Context: an optimization exercise on an open-source flow, tuned for small area, a short achievable clock period and few clock cycles. The choices shown serve that exercise and are no tape-out recipe.

==> flow/design.v <==
module gf_inv6 (
  input  wire [5:0] x,
  output reg  [7:0] y
);
  always @(*) begin
    case (x)
      6'd1: y = 8'h01;
      6'd2: y = 8'h8E;
      6'd3: y = 8'hF4;
      6'd4: y = 8'h47;
      6'd5: y = 8'hA7;
      6'd6: y = 8'h7A;
      6'd7: y = 8'hBA;
      6'd8: y = 8'hAD;
      6'd9: y = 8'h9D;
      6'd10: y = 8'hDD;
      6'd11: y = 8'h98;
      6'd12: y = 8'h3D;
      6'd13: y = 8'hAA;
      6'd14: y = 8'h5D;
      6'd15: y = 8'h96;
      6'd16: y = 8'hD8;
      6'd17: y = 8'h72;
      6'd18: y = 8'hC0;
      6'd19: y = 8'h58;
      6'd20: y = 8'hE0;
      6'd21: y = 8'h3E;
      6'd22: y = 8'h4C;
      6'd23: y = 8'h66;
      6'd24: y = 8'h90;
      6'd25: y = 8'hDE;
      6'd26: y = 8'h55;
      6'd27: y = 8'h80;
      6'd28: y = 8'hA0;
      6'd29: y = 8'h83;
      6'd30: y = 8'h4B;
      6'd31: y = 8'h2A;
      6'd32: y = 8'h6C;
      6'd33: y = 8'hED;
      6'd34: y = 8'h39;
      6'd35: y = 8'h51;
      6'd36: y = 8'h60;
      6'd37: y = 8'h56;
      6'd38: y = 8'h2C;
      6'd39: y = 8'h8A;
      6'd40: y = 8'h70;
      6'd41: y = 8'hD0;
      6'd42: y = 8'h1F;
      6'd43: y = 8'h4A;
      6'd44: y = 8'h26;
      6'd45: y = 8'h8B;
      6'd46: y = 8'h33;
      6'd47: y = 8'h6E;
      6'd48: y = 8'h48;
      6'd49: y = 8'h89;
      6'd50: y = 8'h6F;
      6'd51: y = 8'h2E;
      6'd52: y = 8'hA4;
      6'd53: y = 8'hC3;
      6'd54: y = 8'h40;
      6'd55: y = 8'h5E;
      6'd56: y = 8'h50;
      6'd57: y = 8'h22;
      6'd58: y = 8'hCF;
      6'd59: y = 8'hA9;
      6'd60: y = 8'hAB;
      6'd61: y = 8'h0C;
      6'd62: y = 8'h15;
      6'd63: y = 8'hE1;
      default: y = 8'h00;
    endcase
  end
endmodule
module gf_xmul (
  input  wire [7:0]  b,
  output wire [63:0] bx
);
  assign bx[7:0] = b;
  genvar n;
  generate
    for (n = 1; n < 8; n = n + 1) begin : g_shift
      assign bx[8*n +: 8] = {bx[8*n-2 -: 7], 1'b0} ^ (bx[8*n-1] ? 8'h1D : 8'h00);
    end
  endgenerate
endmodule
module gf_mul_x (
  input  wire [7:0]  a,
  input  wire [63:0] bx,
  output wire [7:0]  p
);
  assign p = (a[0] ? bx[ 7: 0] : 8'h00) ^ (a[1] ? bx[15: 8] : 8'h00)
           ^ (a[2] ? bx[23:16] : 8'h00) ^ (a[3] ? bx[31:24] : 8'h00)
           ^ (a[4] ? bx[39:32] : 8'h00) ^ (a[5] ? bx[47:40] : 8'h00)
           ^ (a[6] ? bx[55:48] : 8'h00) ^ (a[7] ? bx[63:56] : 8'h00);
endmodule
module rs_parity_enc (
  input  wire        clk,
  input  wire        rst,        
  input  wire [5:0]  cfg_k,      
  input  wire [4:0]  cfg_m,      
  input  wire        in_valid,
  output wire        in_ready,
  input  wire [15:0] in_data,
  output wire        out_valid,
  input  wire        out_ready,
  output wire [15:0] out_data,
  output wire        out_last
);
  localparam LANES = 4;
  localparam SLOTS = 4;
  localparam ROWS  = LANES * SLOTS;
  reg         rdy_q;             
  reg  [4:0]  jn;                
  wire        take     = in_valid && rdy_q;
  wire        first_in = (jn == 5'd0);
  reg  [4:0]  g_km1;             
  reg  [5:0]  g_k;
  reg  [2:0]  g_np;              
  reg  [1:0]  g_ll;              
  reg  [1:0]  g_base;            
  wire        last_in = first_in ? (cfg_k == 6'd1) : (jn == g_km1);
  wire [2:0]  np_cfg  = (cfg_m + 5'd3) >> 2;
  wire [2:0]  np_in   = first_in ? np_cfg : g_np;
  wire [1:0]  ll_in   = first_in ? cfg_m[1:0] - 2'd1 : g_ll;
  reg  [2:0]  rem;               
  reg  [1:0]  w_p;               
  reg  [4:0]  w_j;
  reg  [5:0]  w_kp;              
  reg         w_first, w_last;
  reg  [1:0]  wr_ptr;            
  reg  [2:0]  free;              
  wire        cont      = (rem != 3'd0);
  wire        cont_go   = cont && (!w_first || (free != 3'd0));
  wire        take_go   = take && (np_in != 3'd0);
  wire        issue     = cont ? cont_go : take_go;
  wire        op_first  = cont ? w_first : first_in;
  wire        op_lastw  = cont ? w_last  : last_in;
  wire        op_slast  = cont ? (rem == 3'd1) : (np_in == 3'd1);
  wire        alloc_now = issue && op_first;
  wire [1:0]  op_slot   = op_first ? wr_ptr : (g_base + (cont ? w_p : 2'd0));
  reg         c_v;
  reg  [15:0] c_d;
  reg  [7:0]  c_coef [0:LANES-1];
  reg  [1:0]  c_slot;
  reg         c_first, c_lastw, c_slast;
  reg  [1:0]  c_ll;
  wire [5:0]  k_in = first_in ? cfg_k : g_k;
  wire [7:0]  coef [0:LANES-1];
  genvar l;
  generate
    for (l = 0; l < LANES; l = l + 1) begin : g_coef
      wire [5:0] sel_in   = (k_in + l) ^ {1'b0, jn};     
      wire [5:0] sel_cont = (w_kp + l) ^ {1'b0, w_j};    
      gf_inv6 u_inv (.x(cont ? sel_cont : sel_in), .y(coef[l]));
    end
  endgenerate
  reg  [15:0] acc [0:ROWS-1];
  reg  [SLOTS-1:0] s_rdy;            
  reg  [SLOTS-1:0] s_last;           
  reg  [1:0]  s_ll [0:SLOTS-1];      
  wire [63:0] dx_lo, dx_hi;
  gf_xmul u_xlo (.b(c_d[7:0]),  .bx(dx_lo));
  gf_xmul u_xhi (.b(c_d[15:8]), .bx(dx_hi));
  wire [15:0] upd [0:LANES-1];
  generate
    for (l = 0; l < LANES; l = l + 1) begin : g_mac
      wire [15:0] prod;
      gf_mul_x u_lo (.a(c_coef[l]), .bx(dx_lo), .p(prod[7:0]));
      gf_mul_x u_hi (.a(c_coef[l]), .bx(dx_hi), .p(prod[15:8]));
      wire [15:0] old = acc[c_slot * LANES + l];
      assign upd[l] = (c_first ? 16'h0000 : old) ^ prod;
    end
  endgenerate
  reg         ov, ol;
  reg  [15:0] od;
  reg  [1:0]  rd_slot;
  reg  [1:0]  rd_lane;
  wire        out_go   = s_rdy[rd_slot] && (!ov || out_ready);
  wire        rd_end   = (rd_lane == s_ll[rd_slot]);
  wire        freed    = out_go && rd_end;
  assign in_ready  = rdy_q;
  assign out_valid = ov;
  assign out_data  = od;
  assign out_last  = ol;
  wire [2:0]  rem_n   = take ? ((np_in == 3'd0) ? 3'd0 : np_in - 3'd1)
                             : (cont_go ? rem - 3'd1 : rem);
  wire        first_n = take ? last_in : first_in;
  wire        rdy_n   = (rem_n == 3'd0) &&
                        (!first_n || (free > (alloc_now ? 3'd1 : 3'd0)));
  integer q;
  always @(posedge clk) begin
    if (take) begin
      w_j     <= jn;
      w_kp    <= k_in + 6'd4;
      w_first <= first_in;
      w_last  <= last_in;
      w_p     <= 2'd1;
      c_d     <= in_data;
      if (first_in) begin
        g_k   <= cfg_k;
        g_km1 <= cfg_k[4:0] - 5'd1;
        g_np  <= np_cfg;
        g_ll  <= cfg_m[1:0] - 2'd1;
      end
    end else if (cont_go) begin
      w_kp    <= w_kp + 6'd4;
      w_p     <= w_p + 2'd1;
    end
    if (issue) begin
      for (q = 0; q < LANES; q = q + 1)
        c_coef[q] <= coef[q];
      c_slot  <= op_slot;
      c_first <= op_first;
      c_lastw <= op_lastw;
      c_slast <= op_slast;
      c_ll    <= op_slast ? (cont ? g_ll : ll_in) : 2'd3;
    end
    if (take_go && first_in)
      g_base <= wr_ptr;
    if (c_v) begin
      for (q = 0; q < LANES; q = q + 1)
        acc[c_slot * LANES + q] <= upd[q];
      if (c_lastw) begin
        s_last[c_slot] <= c_slast;
        s_ll[c_slot]   <= c_ll;
      end
    end
    if (out_go) begin
      od <= acc[rd_slot * LANES + rd_lane];
      ol <= s_last[rd_slot] && rd_end;
    end
    if (rst) begin
      rdy_q   <= 1'b1;
      jn      <= 5'd0;
      rem     <= 3'd0;
      c_v     <= 1'b0;
      wr_ptr  <= 2'd0;
      free    <= 3'd4;
      rd_slot <= 2'd0;
      rd_lane <= 2'd0;
      ov      <= 1'b0;
      s_rdy   <= {SLOTS{1'b0}};
    end else begin
      rdy_q <= rdy_n;
      if (take)
        jn <= last_in ? 5'd0 : jn + 5'd1;
      rem  <= rem_n;
      c_v  <= issue;
      if (alloc_now)
        wr_ptr <= wr_ptr + 2'd1;
      free <= free - (alloc_now ? 3'd1 : 3'd0) + (freed ? 3'd1 : 3'd0);
      for (q = 0; q < SLOTS; q = q + 1) begin
        if (c_v && c_lastw && c_slot == q)
          s_rdy[q] <= 1'b1;
        else if (freed && rd_slot == q)
          s_rdy[q] <= 1'b0;
      end
      if (out_go) begin
        ov <= 1'b1;
        if (rd_end) begin
          rd_lane <= 2'd0;
          rd_slot <= rd_slot + 2'd1;
        end else begin
          rd_lane <= rd_lane + 2'd1;
        end
      end else if (out_ready) begin
        ov <= 1'b0;
      end
    end
  end
endmodule
==> flow/config.mk <==
export PLATFORM = sky130hd
export DESIGN_NAME = rs_parity_enc
export DESIGN_NICKNAME = rs_parity_enc
export VERILOG_FILES = /design/flow/design.v
export SDC_FILE = /design/flow/constraint.sdc
export NUM_CORES = 4
export LEC_CHECK = 0
export CAP_MARGIN = 20
export CORE_MARGIN = 2
export CORE_UTILIZATION = 40
export SETUP_SLACK_MARGIN = 4.4
export SLEW_MARGIN = 20
==> flow/constraint.sdc <==
create_clock -name core_clock -period 7.0 [get_ports {clk}]
set_input_delay 1.4000 -clock core_clock [delete_from_list [all_inputs] [get_ports {clk}]]
set_output_delay 1.4000 -clock core_clock [all_outputs]
set_load 0.01 [all_outputs]
run.sh (not shown) runs the stock make flow with config.mk's settings and CLKGATE_MAP_FILE= SYNTH_SCRIPT=/design/flow/synth_recipe.tcl, a recipe that flattens the netlist after the stock synthesis.
Rerun with:
--- a/flow/design.v
+++ b/flow/design.v
@@ -111,8 +111,8 @@
   localparam ROWS  = LANES * SLOTS;
   reg         rdy_q;             
   reg  [4:0]  jn;                
+  reg         first_in;          
   wire        take     = in_valid && rdy_q;
-  wire        first_in = (jn == 5'd0);
   reg  [4:0]  g_km1;             
   reg  [5:0]  g_k;
   reg  [2:0]  g_np;              
@@ -123,13 +123,13 @@
   wire [2:0]  np_in   = first_in ? np_cfg : g_np;
   wire [1:0]  ll_in   = first_in ? cfg_m[1:0] - 2'd1 : g_ll;
   reg  [2:0]  rem;               
+  reg         cont;              
   reg  [1:0]  w_p;               
   reg  [4:0]  w_j;
   reg  [5:0]  w_kp;              
   reg         w_first, w_last;
   reg  [1:0]  wr_ptr;            
   reg  [2:0]  free;              
-  wire        cont      = (rem != 3'd0);
   wire        cont_go   = cont && (!w_first || (free != 3'd0));
   wire        take_go   = take && (np_in != 3'd0);
   wire        issue     = cont ? cont_go : take_go;
@@ -144,14 +144,15 @@
   reg  [1:0]  c_slot;
   reg         c_first, c_lastw, c_slast;
   reg  [1:0]  c_ll;
-  wire [5:0]  k_in = first_in ? cfg_k : g_k;
+  wire [5:0]  k_in  = first_in ? cfg_k : g_k;
+  wire [5:0]  op_kp = cont ? w_kp : k_in;    
+  wire [4:0]  op_j  = cont ? w_j  : jn;
   wire [7:0]  coef [0:LANES-1];
   genvar l;
   generate
     for (l = 0; l < LANES; l = l + 1) begin : g_coef
-      wire [5:0] sel_in   = (k_in + l) ^ {1'b0, jn};     
-      wire [5:0] sel_cont = (w_kp + l) ^ {1'b0, w_j};    
-      gf_inv6 u_inv (.x(cont ? sel_cont : sel_in), .y(coef[l]));
+      wire [5:0] sel = (op_kp + l) ^ {1'b0, op_j};    
+      gf_inv6 u_inv (.x(sel), .y(coef[l]));
     end
   endgenerate
   reg  [15:0] acc [0:ROWS-1];
@@ -206,15 +207,13 @@
       w_kp    <= w_kp + 6'd4;
       w_p     <= w_p + 2'd1;
     end
-    if (issue) begin
-      for (q = 0; q < LANES; q = q + 1)
-        c_coef[q] <= coef[q];
-      c_slot  <= op_slot;
-      c_first <= op_first;
-      c_lastw <= op_lastw;
-      c_slast <= op_slast;
-      c_ll    <= op_slast ? (cont ? g_ll : ll_in) : 2'd3;
-    end
+    for (q = 0; q < LANES; q = q + 1)
+      c_coef[q] <= coef[q];
+    c_slot  <= op_slot;
+    c_first <= op_first;
+    c_lastw <= op_lastw;
+    c_slast <= op_slast;
+    c_ll    <= op_slast ? (cont ? g_ll : ll_in) : 2'd3;
     if (take_go && first_in)
       g_base <= wr_ptr;
     if (c_v) begin
@@ -233,6 +232,8 @@
       rdy_q   <= 1'b1;
       jn      <= 5'd0;
       rem     <= 3'd0;
+      cont    <= 1'b0;
+      first_in <= 1'b1;
       c_v     <= 1'b0;
       wr_ptr  <= 2'd0;
       free    <= 3'd4;
@@ -242,9 +243,12 @@
       s_rdy   <= {SLOTS{1'b0}};
     end else begin
       rdy_q <= rdy_n;
-      if (take)
-        jn <= last_in ? 5'd0 : jn + 5'd1;
+      if (take) begin
+        jn       <= last_in ? 5'd0 : jn + 5'd1;
+        first_in <= last_in;
+      end
       rem  <= rem_n;
+      cont <= (rem_n != 3'd0);
       c_v  <= issue;
       if (alloc_now)
         wr_ptr <= wr_ptr + 2'd1;
Effect: The new run finished with timing, DRC and antenna clean. Global-route usage fell by 1.6 points. Sequential share of layout area increases by 2.0 points. Setup slack improves by 0.18 ns. Non-clock buffer count is lower by 120. Routed wire length goes down by 12%. Clock skew went down by 0.0062 ns. Fmax rose by 5.1%. Count of clock-buffer cells in the layout came out lower by 3. Utilization drops by 4.2 points. Synthesized area decreases by 2.1%.
No functional check of the RTL was part of any run of this note.

## separate check: timing with driven ports
No port has a modelled driver above. Below, the same layouts with a new extraction and two added sets of constraints.
Step 1: set_driving_cell puts a clkbuf_16 on clk and a buf_2 on each other input, an assumption about the parent block.
Step 2, shift: input delay + t, output delay - t, t = (earliest + latest rising clock arrival at the registers) / 2. This alone moves slack from input paths to output paths.
a / b / c = no drivers / after step 1 / after step 2; a / b = the first two.
run | t, ns | setup slack, ns | worst register clock-pin slew, ns
the first run | 0.665 | 3.273 / 3.273 / 2.777 | 0.07 / 0.07
the second run | 0.652 | 3.453 / 3.479 / 2.827 | 0.07 / 0.07
After both steps setup and hold are still met in every run listed. The setup slack of the second run, which loses most, moves by +0.026 ns with the drivers and by -0.626 ns with both steps.
